What follows belongs to an exercise in optimizing a design on an open flow for small area and a short achievable clock period; a production flow would make more cautious choices.
RTL that was checked went through simulation tests only; none was proved equivalent to the original.

Design scr_curve_thr, start of the top module:
module scr_curve_thr (
    input             clk,
    input             rst,
    input             in_valid,
    input      [11:0] g,           
    input      [95:0] curve,       
    input      [55:0] thr,         
    input      [2:0]  nbnd,        
    input             off,         
    output reg        out_valid,
    output reg [11:0] v,
    output reg [2:0]  level
);
Size in the first run: about 980 cells after synthesis, roughly 120 flip-flops, roughly 190 I/O pins, ~10000 um2 of cells after synthesis.
Settings: LEC_CHECK=0, ABC_CLOCK_PERIOD_IN_PS=40000, CAP_MARGIN=20, CORE_MARGIN=2, CORE_UTILIZATION=40, PLACE_DENSITY=0.6, SLEW_MARGIN=20, SYNTH_HIERARCHICAL=1, SYNTH_MINIMUM_KEEP_SIZE=0; clock period 70.0 ns.
standard.sh (not shown) runs the stock make flow with config.mk's settings and CLKGATE_MAP_FILE= SYNTH_SCRIPT=/design/flow/synth_recipe.tcl, a recipe that flattens the netlist after the stock synthesis.
==> flow/flow/run.sh <==
#!/bin/bash
# The standard layout (standard.sh), with each port buffered by a
# sky130_fd_sc_hd__buf_2 instead of the cell buffer_ports picks by default,
# and a fanout limit for repair_design (flow/fanout.tcl).
# make's full output goes to standard.log; ORFS writes each step's log under
# orfs/logs/.
set -euo pipefail
export BUFFER_PORTS_ARGS="-buffer_cell sky130_fd_sc_hd__buf_2"
export PRE_RESIZE_TCL="$PWD/flow/fanout.tcl"
bash standard.sh > standard.log 2>&1
==> flow/flow/fanout.tcl <==
# Sourced before ORFS's repair_design (PRE_RESIZE_TCL): a fanout limit, so
# that repair_design buffers the nets that drive many pins.
set_max_fanout 6 [current_design]
The starting point finished with timing, DRC and antenna clean.
Then changed:
==> flow/flow/run.sh (replaced) <==
#!/bin/bash
# The standard layout (standard.sh), with each port buffered by a
# sky130_fd_sc_hd__buf_2 instead of the cell buffer_ports picks by default.
# make's full output goes to standard.log; ORFS writes each step's log under
# orfs/logs/.
set -euo pipefail
export BUFFER_PORTS_ARGS="-buffer_cell sky130_fd_sc_hd__buf_2"
bash standard.sh > standard.log 2>&1
removed: flow/flow/fanout.tcl
Final area shrinks by roughly a tenth.
Area after synthesis is unchanged.
Maximum frequency grows by about a fifth.
Function was not checked in any run of this note: the RTL went through the layout flow alone.

---

TR:
Another version of the RTL of scr_curve_thr (not shown whole).
For scale: roughly 1000 cells after synthesis, roughly 120 flip-flops, ~190 I/O pins, about 0.010 mm^2 of cells after synthesis.
Settings: LEC_CHECK=0, ABC_CLOCK_PERIOD_IN_PS=40000, CAP_MARGIN=50, CORE_MARGIN=2, CORE_UTILIZATION=40, PLACE_DENSITY=0.6, SLEW_MARGIN=75, SYNTH_HIERARCHICAL=1, SYNTH_MINIMUM_KEEP_SIZE=0; clock period 70.0 ns.
==> flow/flow/run.sh <==
#!/bin/bash
# The standard layout (standard.sh), with each port buffered by a
# sky130_fd_sc_hd__buf_2 instead of the cell buffer_ports picks by default.
# make's full output goes to standard.log; ORFS writes each step's log under
# orfs/logs/.
set -euo pipefail
export BUFFER_PORTS_ARGS="-buffer_cell sky130_fd_sc_hd__buf_2"
bash standard.sh > standard.log 2>&1
No stage failed in TR, and the final checks on the layout all came back clean.
--- input diff TR..MS ---
# TR
export LEC_CHECK = 0
export ABC_CLOCK_PERIOD_IN_PS = 40000
export CAP_MARGIN = 50
export CORE_MARGIN = 2
export CORE_UTILIZATION = 40
export PLACE_DENSITY = 0.6
export SLEW_MARGIN = 75
export SYNTH_HIERARCHICAL = 1
export SYNTH_MINIMUM_KEEP_SIZE = 0
create_clock -name core_clock -period 70.0 [get_ports {clk}]
# MS
export LEC_CHECK = 0
export ABC_CLOCK_PERIOD_IN_PS = 40000
export CAP_MARGIN = 20
export CORE_MARGIN = 2
export CORE_UTILIZATION = 40
export PLACE_DENSITY = 0.6
export SLEW_MARGIN = 20
export SYNTH_HIERARCHICAL = 1
export SYNTH_MINIMUM_KEEP_SIZE = 0
create_clock -name core_clock -period 70.0 [get_ports {clk}]
[summary]
- Diff TR..MS | count of boundary I/O pins | unchanged
- Of the two candidates, TR has the better pre-CTS setup slack and MS the worse one.
- MS — clock period minus final worst setup slack 0.25 ns higher, TR as reference
- Per the comparison of MS with TR, ratio of final minimum period to clock period now sits higher; hold slack saw little to no change.

---

before:
scr_curve_thr, a different RTL version from the one above (not shown whole).
For scale: roughly 940 cells after synthesis, ~120 flip-flops, roughly 0.010 mm^2 of cells after synthesis.
export LEC_CHECK = 0
export ABC_CLOCK_PERIOD_IN_PS = 40000
export CAP_MARGIN = 20
export CORE_MARGIN = 2
export CORE_UTILIZATION = 40
export CTS_BUF_LIST = sky130_fd_sc_hd__clkbuf_8
export GPL_TIMING_DRIVEN = 0
export PLACE_DENSITY = 0.6
export SLEW_MARGIN = 20
export SYNTH_HIERARCHICAL = 1
export SYNTH_MINIMUM_KEEP_SIZE = 0
create_clock -name core_clock -period 70.0 [get_ports {clk}]
Scripts as last shown in full above: flow/flow/run.sh
before finished all stages; the layout is clean.
Input changes introduced in after (baseline for comparison: before):
==> flow/flow/run.sh <==
#!/bin/bash
# The standard layout (standard.sh), with each port buffered by a
# sky130_fd_sc_hd__buf_1 instead of the cell buffer_ports picks by default.
# make's full output goes to standard.log; ORFS writes each step's log under
# orfs/logs/.
set -euo pipefail
export BUFFER_PORTS_ARGS="-buffer_cell sky130_fd_sc_hd__buf_1"
bash standard.sh > standard.log 2>&1
Results
- after and before ended up with roughly the same clock buffer count in the final layout.
- Non-clock buffer area fraction after layout (after over before): decrease, 1.8 points
- Of before and after, the lower global-route wire length before repair belongs to before.

---

scr_curve_thr, a different RTL version from the one above (not shown whole).
For scale: about 980 cells after synthesis, ~10000 um^2 of cells after synthesis.
export LEC_CHECK = 0
export ABC_CLOCK_PERIOD_IN_PS = 40000
export CAP_MARGIN = 20
export CORE_MARGIN = 2
export CORE_UTILIZATION = 40
export CTS_BUF_LIST = sky130_fd_sc_hd__clkbuf_8
export GPL_TIMING_DRIVEN = 0
export PLACE_DENSITY = 0.6
export SLEW_MARGIN = 20
export SYNTH_HIERARCHICAL = 1
export SYNTH_MINIMUM_KEEP_SIZE = 0
create_clock -name core_clock -period 70.0 [get_ports {clk}]
==> flow/flow/run.sh <==
#!/bin/bash
# The standard layout (standard.sh), with each port buffered by a
# sky130_fd_sc_hd__buf_1 instead of the cell buffer_ports picks by default.
# make's full output goes to standard.log; ORFS writes each step's log under
# orfs/logs/.
set -euo pipefail
export BUFFER_PORTS_ARGS="-buffer_cell sky130_fd_sc_hd__buf_1"
bash standard.sh > standard.log 2>&1
Edit:
==> flow/flow/run.sh (replaced) <==
#!/bin/bash
# The standard layout (standard.sh), with each port buffered by a
# sky130_fd_sc_hd__buf_2 instead of the cell buffer_ports picks by default.
# make's full output goes to standard.log; ORFS writes each step's log under
# orfs/logs/.
set -euo pipefail
export BUFFER_PORTS_ARGS="-buffer_cell sky130_fd_sc_hd__buf_2"
bash standard.sh > standard.log 2>&1
Settings changed: CTS_BUF_LIST sky130_fd_sc_hd__clkbuf_8 to default, GPL_TIMING_DRIVEN 0 to default.
The changed run completed without violations.
Cell area is higher by about 1.5%.
Sequential share of layout area went down by 0.30 points.
Synthesized area is unchanged.
Global-route usage is higher by 0.28 points.
Worst setup slack loses 170 ps.
Edit:
Settings changed: CTS_BUF_LIST from default to sky130_fd_sc_hd__clkbuf_8, GPL_TIMING_DRIVEN from default to 0.
Result:
- global-route usage is lower by 0.43 points
- hold slack is worse by 3.3 ps
- cell count came out higher by 3.5%
- core utilization is about the same

---

scr_curve_thr again, from the RTL that the note above started with.
clock: 70.0 ns
lec_check: 0
abc_clock_period_in_ps: 40000
cap_margin: 20
core_margin: 2
core_utilization: 40
cts_buf_list: sky130_fd_sc_hd__clkbuf_8
place_density: 0.6
slew_margin: 20
synth_hierarchical: 1
synth_minimum_keep_size: 0
==> flow/flow/run.sh <==
#!/bin/bash
# The standard layout (standard.sh), with each port buffered by a
# sky130_fd_sc_hd__buf_2 instead of the cell buffer_ports picks by default.
# make's full output goes to standard.log; ORFS writes each step's log under
# orfs/logs/.
set -euo pipefail
export BUFFER_PORTS_ARGS="-buffer_cell sky130_fd_sc_hd__buf_2"
bash standard.sh > standard.log 2>&1
Change:
CTS_BUF_LIST = default   (was sky130_fd_sc_hd__clkbuf_8)
GPL_TIMING_DRIVEN = 0   (was default)
- The changed run completed with no timing, DRC or antenna violations
- cell count grows by 3.5%
- non-clock buffer count goes up by 53
- area after synthesis stays the same
- die area does not change
- final area goes up by 3.5%
- worst setup slack gets better by 0.32 ns
- synthesized cell count stays the same
- worst hold slack loses 0.022 ns

---

scr_curve_thr, a different RTL version from the one above (not shown whole).
For scale: ~940 cells after synthesis, ~120 flip-flops, ~190 I/O pins, roughly 0.010 mm² of cells after synthesis.
## scr_curve_thr
module scr_curve_thr (
    input             clk,
    input             rst,
    input             in_valid,
    input      [11:0] g,           
    input      [95:0] curve,       
    input      [55:0] thr,         
    input      [2:0]  nbnd,        
    input             off,         
    output reg        out_valid,
    output reg [11:0] v,
    output reg [2:0]  level
);
clock: 70.0 ns
lec_check: 0
abc_clock_period_in_ps: 40000
cap_margin: 20
core_margin: 2
core_utilization: 60
cts_buf_list: sky130_fd_sc_hd__clkbuf_8
cts_cluster_size: 20
gpl_timing_driven: 0
place_density: 0.75
slew_margin: 20
synth_hierarchical: 1
synth_minimum_keep_size: 0
Scripts as last shown in full above: flow/flow/run.sh
Next try:
==> flow/flow/run.sh (replaced) <==
#!/bin/bash
# The standard layout (standard.sh), with each port buffered by a
# sky130_fd_sc_hd__buf_1 instead of the cell buffer_ports picks by default.
# make's full output goes to standard.log; ORFS writes each step's log under
# orfs/logs/.
set -euo pipefail
export BUFFER_PORTS_ARGS="-buffer_cell sky130_fd_sc_hd__buf_1"
bash standard.sh > standard.log 2>&1
- CORE_UTILIZATION: 60 -> 40
- CTS_CLUSTER_SIZE: 20 -> unset
- PLACE_DENSITY: 0.75 -> 0.6
What happened: The changed run passed the timing, DRC and antenna checks; via count shrinks by 5.0%; flip-flop and latch count does not change; synthesized cell count stays the same; sequential share of layout area grows by 0.25 points; wire length goes up by 1.7%.
Next try:
==> flow/flow/run.sh (replaced) <==
#!/bin/bash
# The standard layout (standard.sh), with each port buffered by a
# sky130_fd_sc_hd__buf_2 instead of the cell buffer_ports picks by default.
# make's full output goes to standard.log; ORFS writes each step's log under
# orfs/logs/.
set -euo pipefail
export BUFFER_PORTS_ARGS="-buffer_cell sky130_fd_sc_hd__buf_2"
bash standard.sh > standard.log 2>&1
What happened: The new run finished clean; register-to-register slack stays flat; utilization rose by 0.90 points; non-clock buffer count stays the same; setup slack gains 0.27 ns.

## port drivers added, routing unchanged
How much do the figures lean on ideal ports? The routed layouts below were timed once more, with nothing changed but the port constraints. Step 1: set_driving_cell puts a clkbuf_16 on clk and a buf_2 on each other input, an assumption about the parent block. Step 2 moves the port delays by t, midway between the first and last clock arrival at a register: inputs arrive t later, outputs are due t later. That takes back most of the time a late clock gives input paths. a / b / c = ideal ports / drivers / drivers and shift; a / b = the first two.
run	t, ns	setup WS [ns]	worst setup path at the end	worst register clock-pin slew, ns	cell pins on the clock port's net
the first run of note 1	0.476	50.304 / 50.333 / 49.858	input to register	0.07 / 0.07	1
the second run of note 1	0.461	53.751 / 53.772 / 53.311	input to register	0.06 / 0.06	1
TR	0.474	53.895 / 53.921 / 53.447	input to register	0.07 / 0.07	1
MS	0.471	53.640 / 53.666 / 53.196	input to register	0.07 / 0.07	1
before	0.488	54.253 / 54.275 / 53.786	input to register	0.09 / 0.09	1
after	0.499	53.976 / 54.001 / 53.502	input to register	0.09 / 0.09	1
the first run of note 4	0.488	53.919 / 53.940 / 53.452	input to register	0.09 / 0.09	1
the second run of note 4	0.470	53.747 / 53.775 / 53.305	input to register	0.07 / 0.07	1
the third run of note 4	0.489	54.108 / 54.121 / 53.631	input to register	0.09 / 0.09	1
the first run of note 5	0.497	53.749 / 53.773 / 53.275	input to register	0.10 / 0.10	1
the second run of note 5	0.474	54.073 / 54.090 / 53.616	input to register	0.06 / 0.06	1
the first run of note 6	0.484	54.194 / 54.214 / 53.730	input to register	0.08 / 0.08	1
the second run of note 6	0.494	53.923 / 53.945 / 53.451	input to register	0.09 / 0.09	1
the third run of note 6	0.482	54.192 / 54.214 / 53.731	input to register	0.08 / 0.08	1
After both steps setup and hold are still met in every run listed. For the third run of note 4, which loses most, drivers alone change the setup slack by +0.013 ns; drivers and shift together by -0.477 ns.
